From an optimization exercise on the open Yosys and OpenROAD flow, aimed at small area, a short achievable clock period and few clock cycles per item; shortcuts taken in it are not production practice. The RTL was checked by simulation tests, not by an equivalence proof against the original design.

## design.v

```verilog
module bfp_encoder (
    input  wire          clk,
    input  wire          rst,
    input  wire          in_valid,
    output wire          in_ready,
    input  wire [1023:0] in_data,      
    input  wire [1:0]    in_fmt,       
    input  wire          in_nudge,     
    input  wire          in_stoch,     
    input  wire          in_reseed,    
    input  wire [15:0]   in_seed,
    output wire          out_valid,
    input  wire          out_ready,
    output wire [527:0]  out_block,    
    output wire [3:0]    out_flags     
);
    localparam [15:0] SEED_DEFAULT = 16'hACE1;
    function [15:0] lfsr_step;
        input [15:0] s;
        begin
            lfsr_step = s[0] ? ((s >> 1) ^ 16'hB400) : (s >> 1);
        end
    endfunction
    function [15:0] lfsr_step16;
        input [15:0] s;
        integer k;
        begin
            lfsr_step16 = s;
            for (k = 0; k < 16; k = k + 1)
                lfsr_step16 = lfsr_step(lfsr_step16);
        end
    endfunction
    reg          a_v;
    reg [1023:0] a_data;
    reg [1:0]    a_fmt;
    reg          a_nudge, a_stoch, a_reseed;
    reg [15:0]   a_seed;
    reg          b_v;
    reg [1023:0] b_data;
    reg [1:0]    b_fmt;
    reg          b_stoch;
    reg [15:0]   b_s0;
    reg [15:0]   b_s16;        
    reg [31:0]   b_em;
    reg [7:0]    b_e;
    reg [31:0]   b_nrm, b_inf_e;    
    reg          b_nan, b_inf, b_zero, b_sub, b_cap;
    reg  [15:0]  lfsr;
    reg          ov, vs;
    reg          rdy;           
    reg  [531:0] o_r, s_r;
    wire adv = ~vs;
    wire [15:0] rc_next;
    wire [15:0] g_cur = b_v ? (b_stoch ? rc_next : b_s0) : lfsr;
    wire [15:0] s0    = a_reseed ? ((a_seed == 16'd0) ? SEED_DEFAULT : a_seed) : g_cur;
    wire [7:0]  an_e;
    wire [7:0]  an_nud;
    wire [31:0] an_enrm, an_einf;
    wire [31:0] an_em;
    wire        an_nan, an_inf, an_nrm, an_sub, an_cap;
    bfp_analyze u_an (
        .data(a_data), .fmt(a_fmt), .nudge(a_nudge),
        .e(an_e), .nud(an_nud), .em_o(an_em), .enrm(an_enrm), .einf(an_einf),
        .has_nan(an_nan), .has_inf(an_inf), .has_nrm(an_nrm), .has_sub(an_sub),
        .e_cap(an_cap)
    );
    wire [527:0] rc_blk;
    wire [3:0]   rc_flg;
    bfp_round u_rd (
        .data(b_data), .fmt(b_fmt), .stoch(b_stoch), .s0(b_s0), .s16(b_s16),
        .em(b_em), .e(b_e), .enrm(b_nrm), .einf(b_inf_e),
        .has_nan(b_nan), .has_inf(b_inf), .all_zero(b_zero), .has_sub(b_sub),
        .e_cap(b_cap),
        .blk(rc_blk), .flg(rc_flg), .s_next(rc_next)
    );
    assign in_ready  = rdy;
    assign out_valid = ov;
    assign out_block = o_r[527:0];
    assign out_flags = o_r[531:528];
    always @(posedge clk) begin
        if (rst) begin
            a_v  <= 1'b0;
            b_v  <= 1'b0;
            ov   <= 1'b0;
            vs   <= 1'b0;
            rdy  <= 1'b1;
            lfsr <= SEED_DEFAULT;
        end else begin
            if (adv) begin
                a_v <= in_valid;
                b_v  <= a_v;
                lfsr <= g_cur;
            end
            if (~ov | out_ready) begin
                ov  <= vs | (adv & b_v);
                vs  <= 1'b0;
                rdy <= 1'b1;
            end else if (adv & b_v) begin
                vs  <= 1'b1;
                rdy <= 1'b0;
            end
        end
        if (adv) begin
            a_data   <= in_data;
            a_fmt    <= in_fmt;
            a_nudge  <= in_nudge;
            a_stoch  <= in_stoch;
            a_reseed <= in_reseed;
            a_seed   <= in_seed;
            b_data   <= a_data;
            b_fmt    <= a_fmt;
            b_stoch  <= a_stoch;
            b_s0     <= s0;
            b_s16    <= lfsr_step16(s0);
            b_em     <= an_em;
            b_e      <= an_e;
            b_nrm    <= an_enrm;
            b_inf_e  <= an_einf;
            b_nan    <= an_nan;
            b_inf    <= an_inf;
            b_zero   <= ~an_nrm & ~an_inf;
            b_sub    <= an_sub;
            b_cap    <= an_cap;
            s_r      <= {rc_flg, rc_blk};
        end
        if (~ov | out_ready)
            o_r <= vs ? s_r : {rc_flg, rc_blk};
    end
endmodule
module bfp_analyze (
    input  wire [1023:0] data,
    input  wire [1:0]    fmt,
    input  wire          nudge,
    output wire [7:0]    e,
    output wire [7:0]    nud,
    output wire [31:0]   enrm,
    output wire [31:0]   einf,
    output wire [31:0]   em_o,
    output wire          has_nan,
    output wire          has_inf,
    output wire          has_nrm,
    output wire          has_sub,
    output wire          e_cap
);
    wire fmt4 = (fmt == 2'd1);
    wire fmt8 = (fmt == 2'd2);
    wire [31:0] e_nrm, e_nan, e_inf, e_sub;
    wire [8:0]  key [0:31];
    genvar gi, gb;
    generate
        for (gi = 0; gi < 32; gi = gi + 1) begin : g_cls
            wire [31:0] x   = data[32*gi +: 32];
            wire        exz = ~|x[30:23];
            wire        exo = &x[30:23];
            wire        frz = ~|x[22:0];
            wire        ovf = (&x[22:20]) & (fmt4 | ((&x[19:16]) & (fmt8 | (&x[15:8]))));
            assign e_nrm[gi] = ~exz & ~exo;
            assign e_nan[gi] = exo & ~frz;
            assign e_inf[gi] = exo & frz;
            assign e_sub[gi] = exz & ~frz;
            assign key[gi]   = {x[30:23], ovf & ~exz & ~exo};
        end
    endgenerate
    assign has_nan = |e_nan;
    assign has_inf = |e_inf;
    assign has_nrm = |e_nrm;
    assign has_sub = |e_sub;
    assign enrm    = e_nrm;
    assign einf    = e_inf;
    wire [8:0] smax [0:3];
    generate
        for (gi = 0; gi < 4; gi = gi + 1) begin : g_smax
            wire [7:0] alive [0:9];
            assign alive[9] = 8'hFF;
            for (gb = 8; gb >= 0; gb = gb - 1) begin : g_bit
                wire [7:0] kb;
                genvar gl;
                for (gl = 0; gl < 8; gl = gl + 1) begin : g_l
                    assign kb[gl] = key[8*gi+gl][gb];
                end
                assign smax[gi][gb] = |(alive[gb+1] & kb);
                assign alive[gb] = alive[gb+1] & (kb | {8{~smax[gi][gb]}});
            end
        end
    endgenerate
    wire [8:0] bmax;
    generate
        wire [3:0] balive [0:9];
        assign balive[9] = 4'hF;
        for (gb = 8; gb >= 0; gb = gb - 1) begin : g_bmax
            wire [3:0] kb = {smax[3][gb], smax[2][gb], smax[1][gb], smax[0][gb]};
            assign bmax[gb] = |(balive[gb+1] & kb);
            assign balive[gb] = balive[gb+1] & (kb | {4{~bmax[gb]}});
        end
    endgenerate
    wire [7:0] k_blk = bmax[8:1] + {7'd0, bmax[0]};       
    assign e_cap = (bmax == {8'd254, 1'b1});
    assign e     = (has_inf | e_cap) ? 8'd254 : k_blk;
    wire [7:0] em3 = e - 8'd3;
    generate
        for (gi = 0; gi < 4; gi = gi + 1) begin : g_nud
            wire [7:0] sk   = smax[gi][8:1] + {7'd0, smax[gi][0]};
            wire       en   = nudge & ~has_inf & (smax[gi] != 9'd0) & ~(smax[gi] == {8'd254, 1'b1});
            wire       ge3  = (sk <= em3) & (e >= 8'd3);
            wire [1:0] n    = ~en ? 2'd0 : (ge3 ? 2'd3 : (e[1:0] - sk[1:0]));
            wire [7:0] em   = ~en ? e : (ge3 ? em3 : sk);
            assign nud[2*gi +: 2] = n;
            assign em_o[8*gi +: 8] = em;
        end
    endgenerate
endmodule
module bfp_round (
    input  wire [1023:0] data,
    input  wire [1:0]    fmt,
    input  wire          stoch,
    input  wire [15:0]   s0,
    input  wire [15:0]   s16,
    input  wire [31:0]   em,
    input  wire [7:0]    e,
    input  wire [31:0]   enrm,
    input  wire [31:0]   einf,
    input  wire          has_nan,
    input  wire          has_inf,
    input  wire          all_zero,
    input  wire          has_sub,
    input  wire          e_cap,
    output reg  [527:0]  blk,
    output reg  [3:0]    flg,
    output wire [15:0]   s_next        
);
    function [15:0] lfsr_step;
        input [15:0] s;
        begin
            lfsr_step = s[0] ? ((s >> 1) ^ 16'hB400) : (s >> 1);
        end
    endfunction
    wire fmt4 = (fmt == 2'd1);
    wire fmt8 = (fmt == 2'd2);
    wire [15:0] draw [0:32];
    assign draw[0] = s0;
    genvar gi, gk;
    generate
        for (gi = 0; gi < 32; gi = gi + 1) begin : g_draw
            if (gi == 15)
                assign draw[gi+1] = s16;
            else
                assign draw[gi+1] = lfsr_step(draw[gi]);
        end
    endgenerate
    assign s_next = draw[32];
    wire [4:0] fmt_c = fmt4 ? 5'd12 : (fmt8 ? 5'd8 : 5'd0);
    wire [7:0] nud;
    wire [8:0] sbase [0:3];
    wire [3:0] sbh   [0:3];
    wire [3:0] sbh1  [0:3];
    generate
        for (gi = 0; gi < 4; gi = gi + 1) begin : g_sbh
            assign sbase[gi] = {1'b0, em[8*gi +: 8]} + {4'd0, fmt_c};
            assign nud[2*gi +: 2] = e[1:0] - em[8*gi +: 2];
            assign sbh[gi]   = sbase[gi][8:5];
            assign sbh1[gi]  = sbase[gi][8:5] - 4'd1;
        end
    endgenerate
    wire [15:0] el_code [0:31];
    wire [31:0] el_sat, el_loss;
    generate
        for (gi = 0; gi < 32; gi = gi + 1) begin : g_rnd
            wire [31:0] x    = data[32*gi +: 32];
            wire        nrm  = enrm[gi];
            wire        inf  = einf[gi];
            wire [23:0] mant = {1'b1, x[22:0]};
            wire [5:0]  tlo  = {1'b1, sbase[gi/8][4:0]} - {1'b0, x[27:23]};
            wire [4:0]  t    = tlo[4:0];
            wire        hieq = tlo[5] ? (sbh[gi/8]  == {1'b0, x[30:28]})
                                      : (sbh1[gi/8] == {1'b0, x[30:28]});
            wire        tbig = ~hieq | (&t) | ~nrm;           
            wire [30:0] v0 = {mant, 7'd0};
            wire [30:0] v1 = t[0] ? {1'b0,  v0[30:1]}  : v0;
            wire [30:0] v2 = t[1] ? {2'b0,  v1[30:2]}  : v1;
            wire [30:0] v3 = t[2] ? {4'b0,  v2[30:4]}  : v2;
            wire        stk = t[3] & (|v3[7:0]);
            wire [30:0] v4 = t[3] ? {8'b0,  v3[30:8]}  : v3;
            wire [30:0] v5 = t[4] ? {16'b0, v4[30:16]} : v4;
            wire [30:0] v  = tbig ? 31'd0 : v5;
            wire [15:0] r  = draw[gi+1];
            wire [15:0] g0 = v[15:0] & r;
            wire [15:0] p0 = v[15:0] | r;
            wire [7:0]  g1, p1;
            wire [3:0]  g2, p2;
            wire [1:0]  g3, p3;
            for (gk = 0; gk < 8; gk = gk + 1) begin : g_c1
                assign g1[gk] = g0[2*gk+1] | (p0[2*gk+1] & g0[2*gk]);
                assign p1[gk] = p0[2*gk+1] & p0[2*gk];
            end
            for (gk = 0; gk < 4; gk = gk + 1) begin : g_c2
                assign g2[gk] = g1[2*gk+1] | (p1[2*gk+1] & g1[2*gk]);
                assign p2[gk] = p1[2*gk+1] & p1[2*gk];
            end
            for (gk = 0; gk < 2; gk = gk + 1) begin : g_c3
                assign g3[gk] = g2[2*gk+1] | (p2[2*gk+1] & g2[2*gk]);
                assign p3[gk] = p2[2*gk+1] & p2[2*gk];
            end
            wire        cst = g3[1] | (p3[1] & g3[0]);
            wire        up  = stoch ? cst : (v[15] & (v[16] | (|v[14:0]) | (stk & ~tbig)));
            wire [15:0] pa;
            assign pa[0] = 1'b1;
            for (gk = 1; gk < 16; gk = gk + 1) begin : g_pa
                assign pa[gk] = pa[gk-1] & v[16+gk-1];
            end
            wire [14:0] mi  = v[30:16] ^ ({15{up}} & pa[14:0]);
            wire        sat = up & (fmt4 ? pa[3] : (fmt8 ? pa[7] : pa[15]));
            wire        mz  = ~up & ~|v[30:16] & ~inf;
            assign el_code[gi] = {x[31] & ~mz, mi | {15{sat | inf}}};
            assign el_sat[gi]  = sat;
            assign el_loss[gi] = nrm & mz;
        end
    endgenerate
    integer i;
    always @(*) begin
        blk = 528'd0;
        flg = 4'd0;
        if (has_nan) begin
            blk[7:0] = 8'hFF;
            flg[3]   = 1'b1;
        end else if (all_zero) begin
            flg[1]   = has_sub;
        end else begin
            flg[0]    = |el_loss;
            flg[1]    = has_sub;
            flg[2]    = has_inf | e_cap | (|el_sat);
            blk[7:0]  = e;
            blk[15:8] = nud;
            for (i = 0; i < 32; i = i + 1) begin
                if (fmt4)      blk[16 + 4*i +: 4]   = {el_code[i][15], el_code[i][2:0]};
                else if (fmt8) blk[16 + 8*i +: 8]   = {el_code[i][15], el_code[i][6:0]};
                else           blk[16 + 16*i +: 16] = el_code[i];
            end
        end
    end
endmodule
```

## flow/run.sh

```bash
#!/bin/bash
# Layout flow: the standard synthesis unchanged, then the standard ORFS
# layout with plain buffers on the ports, larger clock-sink clusters (a
# smaller, shallower clock tree), and timing repair aimed at the period the
# design can reach (a larger setup margin at the same clock).
set -euo pipefail
MARGIN=${MARGIN:-42.4}
bash standard.sh synth > synth.log 2>&1
bash standard.sh SETUP_SLACK_MARGIN=$MARGIN CORE_UTILIZATION=45 \
    CAP_MARGIN=30 SLEW_MARGIN=30 \
    CTS_CLUSTER_SIZE=24 CTS_CLUSTER_DIAMETER=80 \
    BUFFER_PORTS_ARGS="-buffer_cell sky130_fd_sc_hd__buf_1" finish > layout.log 2>&1
```

## standard.sh

```bash
#!/bin/bash
# synth_recipe.tcl (not shown) runs the flow's synth.tcl, then flattens the netlist and writes it again
# the make line also repeats each setting of config.mk as NAME=value (left out here)
make -C /OpenROAD-flow-scripts/flow DESIGN_CONFIG=/design/flow/config.mk WORK_HOME=/design/flow/orfs CLKGATE_MAP_FILE= SYNTH_SCRIPT=/design/flow/synth_recipe.tcl "${@:-finish}"
```

## config.mk

```make
export PLATFORM = sky130hd
export DESIGN_NAME = bfp_encoder
export DESIGN_NICKNAME = bfp_encoder
export VERILOG_FILES = /design/flow/design.v
export SDC_FILE = /design/flow/constraint.sdc
export NUM_CORES = 8
export LEC_CHECK = 0
export ABC_CLOCK_PERIOD_IN_PS = 40000
export CAP_MARGIN = 20
export CORE_MARGIN = 2
export CORE_UTILIZATION = 40
export SETUP_SLACK_MARGIN = 1.0
export SLEW_MARGIN = 20
```

## constraint.sdc

```tcl
create_clock -name core_clock -period 55.0 [get_ports {clk}]
set_input_delay 11.0000 -clock core_clock [delete_from_list [all_inputs] [get_ports {clk}]]
set_output_delay 11.0000 -clock core_clock [all_outputs]
set_load 0.01 [all_outputs]
```

==> results.cfg, run 1 <==
[final_layout]
fin_util_pct = 51.1
drive_above_1_share_pct = 11.4
final_cell_mix = edfxtp_1 (2745), nand2_1 (2182), nor2_1 (1858)
fin_nets = 22000
syn2layout_area_growth_pct = 13.1
layout_commonest_cell = edfxtp_1
final_area_um2 = 218000

[clocking]
cts_made_buffers = 203
cts_tree = done
cts-root-buf = clkbuf_16
ctsHtreeMaxLevel = 4
clock_latency_ps = 1080
clkSlewWorstSetupHoldPaths_ps = 100
clockBufferDepth = 4
cts.sinks = 3298
ctsHoldBuffers = 0

[sta]
timing.final.crit_share_pct = 23.7
drv_slew = 0
rsz0062_at_grt = true
hold_violations = 0
min_period_ps = 13040
setup_violations = 0
slew-limit-headroom_pct = 15.8
fmax_ghz = 0.0767
timing.final.ws_setup_ps = 41960
clock_skew_ps = 86.7
worstMarginPinSlew_ps = 1260
setup_tns_ps = 0

[setup_path]
rr_endpoint = b_em[10]$_DFFE_PN_
critPathKind = register to primary output
worstPathMaxFanout = 1
endpoint_kind = primary output
crit_family = flip-flops
path_cells = buf_1
required_ps = 44000
slowest_stage = edfxtp_1
worst-path-buf-inv = 1
worstSetupStartpointType = register
reg2reg_from = a_data[62]$_DFFE_PN_
slowest_delay_ps = 790
ff2ff_path_depth = 45
crit_arrival_ps = 2040
startpoint = o_r[199]$_DFFE_PP_
reg2reg_slack_ps = 42700

[yosys]
ys_seq_area_share_pct = 48.5
syn_avg_cell_area_um2 = 10.1
synth_edf_count = 2745
synthArstFlopShare_pct = 0
ys_ff_latch = 3298
postSynthCellCount = 19100
synth.distinct_cells = 113
yosysWarningCount = 3
syn-num-nets = 20500
synthFlopType = edfxtp_1
synth_area_um2 = 193000

[die]
die_y_um = 658
die-area_um2 = 434000
die_x_um = 658
rows = 240
start_util_pct = 45.1
core_um2 = 427000
ios = 1583

[hold_path]
hold_path_class = register to register
holdPathEnd = b_data[639]$_DFFE_PN_
holdCritStartpoint = a_data[639]$_DFFE_PN_
hold_path_depth = 0

[run_status]
outcome = complete, no violations

[placement]
dp_slack_ps = 39630
io_buffers = 1582
place_area_um2 = 209000
dpl.hpwl_mm = 838
place_congestion = 1.11

[routing]
final_antenna_net_count = 0
dr_total_vias = 177000
wl_per_cell_um = 38.9
routed_wirelength_mm = 1040
drtPass1Iterations = 7
via_per_inst = 6.66
drtIter0Drc = 29400
drc = 0

[grt]
first_global_vias = 156000
grt_max_degree = 239
grt_use_total_pct = 45.8
antenna_found_initial = 194
grt_pass1_wl_mm = 1360
grt-ovfl-total = 0

[run]
maxCapViolCount = 0
stage by stage:
stage | cells | hold slack [ps]
floorplan | 19100 | 400
global placement | 26000 | 404
detailed placement | 26000 | 405
CTS | 26400 | 404
global route | 26500 | 435
finish | 26600 | 395
flip-flops by register name, summed over array words and instances (netlist names), 2 cells and up:
| signal | flops |
|---|---|
| b_s16 | 16 |
| a_seed | 16 |
| b_nrm | 32 |
| o_r | 532 |
| b_em | 32 |
| b_inf_e | 32 |
| a_fmt | 2 |
| s_r | 532 |
| b_s0 | 16 |
| lfsr | 16 |
| b_fmt | 2 |
| a_data | 1024 |
| b_data | 1024 |
| b_e | 8 |
Yosys cell counts (54+ instances only):
library cell	n	area share, %
nand4_1	294	0.95
o21a_1	120	0.47
and4_1	58	0.26
nand2b_1	190	0.62
maj3_1	153	0.79
a21o_1	144	0.56
ha_1	262	1.7
a22oi_1	110	0.43
o221ai_1	54	0.25
a221oi_1	55	0.25
and3_1	138	0.45
o21ai_0	1244	3.2
nor2b_1	175	0.57
mux2_2	354	2.1
mux4_2	260	3.0
o211ai_1	210	0.82
a211oi_1	243	0.95
mux2i_1	931	4.8
buf_1	157	0.31
dfxtp_1	553	5.7
or3_1	74	0.24
edfxtp_1	2745	43
nor4_1	374	1.2
o22ai_1	167	0.54
xnor2_1	527	2.4
a221o_1	66	0.34
nor2_1	1881	3.7
and2_1	142	0.46
inv_1	562	1.1
a31oi_1	220	0.71
o31ai_1	103	0.40
or2_2	91	0.30
a21oi_1	1286	3.3
a22o_1	120	0.55
nand3_1	359	0.93
clkbuf_1	862	1.7
nor3_1	446	1.2
nand2_1	2188	4.3
xor2_1	306	1.4
timing repair:
item / CTS / global route
cloned: 1 / 3
endpoints found under the setup margin: 582 / 395
pin swaps: 4 / 9
gates resized for setup: 188 / 154
endpoints found under the hold margin: 0 / 0
setup buffers: 16 / 30
kinds of logic after synthesis:
kind of cell             share of synthesized area, %
AND/OR/NAND/NOR                                  16.1
buffers and inverters                            3.19
multiplexers                                     9.94
flip-flops                                       48.5
AO/OA/AOI/OAI                                    15.6
adder cells (fa/ha/maj)                          2.87
XOR/XNOR                                         3.81
routing by layer:
layer  up-vias  part of all wire [%]  GRT usage (%)
met4       114                   8.4           32.2
met5         -                 0.075              0
met3      2205                    13           14.3
met2     12700                    39           61.8
met1     87500                    39           62.2
li1      74900                     -              -
final cells by class:
class                           count  area (µm²)
Multi-Input combinational cell  14200       95700
Antenna cell                      163         408
Tap cell                         5687        7120
Sequential cell                  3298       93500
Clock inverter                     96        1480
Inverter                          584        2240
Clock buffer                      275        5410
Timing Repair Buffer             2316       12200
Fill cell                       39300      209000
how the worst max path moves through the flow:
stage | end | cells past startpoint
final | out_block[199] | 1
after global routing | out_block[199] | 1
after CTS | out_block[199] | 1
after detailed placement | o_r[398]$_DFFE_PP_ | 6
after global placement | o_r[393]$_DFFE_PP_ | 6
after floorplan | o_r[0]$_DFFE_PP_ | 1
Testbench counts, summed over its fixed seeds: cycles 4,128, blocks 4,096.
==> run 2: changes to the inputs <==
--- a/flow/run.sh
+++ b/flow/run.sh
@@ -6,3 +6,3 @@
 set -euo pipefail
-MARGIN=${MARGIN:-42.4}
+MARGIN=${MARGIN:-42.25}
 bash standard.sh synth > synth.log 2>&1
==> results.cfg, run 2 <==
[hold_path]
hold_path_class = register to register

[final_layout]
fin_util_pct = 50.9
layout_commonest_cell = edfxtp_1
syn2layout_area_growth_pct = 12.8
drive_above_1_share_pct = 10.6
fin_nets = 22000
final_area_um2 = 217000
largestRegisters = a_data (1024), b_data (1024)
final_cell_mix = edfxtp_1 (2745), nand2_1 (2182), nor2_1 (1858)

[routing]
wl_met1_mm = 408
via_per_inst = 6.64
drtPass1Iterations = 9
wl_per_cell_um = 38.9
wl_met2_mm = 405
routed.top_layer = met5
dr_wl_met3_mm = 131
final_antenna_net_count = 0
drtIter0Drc = 29600
routed_wirelength_mm = 1030
drc = 0
dr_total_vias = 177000

[sta]
whs_ps = 406
min_period_ps = 12990
clock_skew_ps = 85.7
rsz0062_at_grt = true
timing.final.ws_setup_ps = 42010
fmax_ghz = 0.0770
hold_violations = 0
drv_slew = 0
setup_tns_ps = 0
timing.final.crit_share_pct = 23.6
slew-limit-headroom_pct = 16.5
worstMarginPinSlew_ps = 1250
setup_violations = 0

[die]
rows = 240
die_y_um = 658
core_um2 = 427000
start_util_pct = 45.1
ios = 1583
die-area_um2 = 434000
die_x_um = 658

[setup_path]
path_cells = buf_1
crit_arrival_ps = 1990
worstSetupStartpointType = register
slowest_stage = edfxtp_1
slowest_delay_ps = 750
critPathKind = register to primary output
endpoint_kind = primary output
worstPathMaxFanout = 1
crit_family = flip-flops
worst-path-buf-inv = 1
required_ps = 44000

[yosys]
synth_area_leader_cell = edfxtp_1
ys_ff_latch = 3298
ys_top_cells_by_area = edfxtp_1 (43%), dfxtp_1 (5.7%), mux2i_1 (4.8%), nand2_1 (4.3%), nor2_1 (3.7%)
synth.distinct_cells = 113
yosys.cell_count.top_type = edfxtp_1
synth_area_um2 = 193000
syn-num-nets = 20500
synthArstFlopShare_pct = 0
synthFlopType = edfxtp_1
ys_seq_area_share_pct = 48.5
postSynthCellCount = 19100
synth_top_area_share_pct = 42.8
yosysWarningCount = 3
yosys-top-cells-count = edfxtp_1 (2745), nand2_1 (2188), nor2_1 (1881), a21oi_1 (1286), o21ai_0 (1244)
syn_avg_cell_area_um2 = 10.1
synth_edf_count = 2745

[run]
maxCapViolCount = 0

[clocking]
cts_made_buffers = 203
cts_tree = done
ctsHoldBuffers = 0
cts-root-buf = clkbuf_16
clock_latency_ps = 1070
clockBufferDepth = 4
ctsHtreeMaxLevel = 4
cts.sinks = 3298
clkSlewWorstSetupHoldPaths_ps = 100

[grt]
grt_pass1_wl_mm = 1360
grt_use_total_pct = 45.8
grt-ovfl-total = 0
first_global_vias = 156000
antenna_found_initial = 190
grt_max_degree = 239

[run_status]
outcome = complete, no violations

[placement]
dpl.hpwl_mm = 838
place_congestion = 1.11
place_area_um2 = 209000
io_buffers = 1582
dp_slack_ps = 39630
## run 2: cell counts after synthesis
No cell type changed its count.
## run 2: routing by layer
metal | global-route usage (%) | vias up
li1 | - | 74800
met1 | 62.1 | 87300
met2 | 61.6 | 12100
met3 | 14.4 | 2199
met4 | 32.5 | 104
met5 | 0.122 | -
## run 2: final timing paths
check                           to                   from  depth (start not counted)  slack [ps]
max                 out_block[199]     o_r[199]$_DFFE_PP_                          1       42010
min          b_data[639]$_DFFE_PN_  a_data[639]$_DFFE_PN_                          0         410
max reg2reg     b_em[29]$_DFFE_PN_   a_data[94]$_DFFE_PN_                         43       42550
min reg2reg  b_data[639]$_DFFE_PN_  a_data[639]$_DFFE_PN_                          0         410
## run 2: cell families after synthesis
kind of cell	share of synthesized area [%]
compound gates	15.6
xor+xnor	3.81
fa+ha+maj	2.87
buf+inv	3.19
flops	48.5
mux	9.94
simple gates	16.1
## run 2: layout make-up
| cell class | instances | area (µm²) |
|---|---|---|
| fill | 39300 | 210000 |
| antenna | 134 | 335 |
| inverter | 584 | 2230 |
| clock inverter | 96 | 1480 |
| multi-input combinational | 14200 | 95600 |
| clock buffer | 275 | 5410 |
| timing repair buffer | 2309 | 11800 |
| tap | 5687 | 7120 |
| sequential | 3298 | 93500 |
## run 2: through the flow
stage	cells
finish	26600
detailed placement	26000
global route	26500
floorplan	19100
CTS	26400
global placement	26000
## run 2: timing repair
item | CTS | global route
setup buffers | 8 | 30
gates resized for setup | 66 | 45
endpoints found under the setup margin | 342 | 243
pin swaps | 2 | 9
gates cloned | 2 | 2

## separate check: timing with driven ports
The flow's constraints put no driver on any port. The routed layouts listed below were extracted and timed again, unchanged, in two steps. Step 1: set_driving_cell puts a clkbuf_16 on clk and a buf_2 on each other input, an assumption about the parent block. Step 2 also shifts input and output timing later by t, the mid clock arrival at the registers, as if the neighbouring blocks saw the same clock. Slacks: ideal ports / drivers / drivers and shift; pairs: ideal ports / drivers.
run | t (ns) | slack for setup (ns) | hold slack, ns | worst setup path after step 2 | cell pins on the clock port's net
run 1 | 1.175 | 41.960 / 41.816 / 41.327 | 0.395 / 0.395 / 0.395 | input to register | 1
run 2 | 1.176 | 42.008 / 41.862 / 41.254 | 0.406 / 0.406 / 0.406 | input to register | 1
After both steps every run listed still meets setup and hold. For run 2, which loses most, drivers alone change the setup slack by -0.146 ns; drivers and shift together by -0.754 ns.
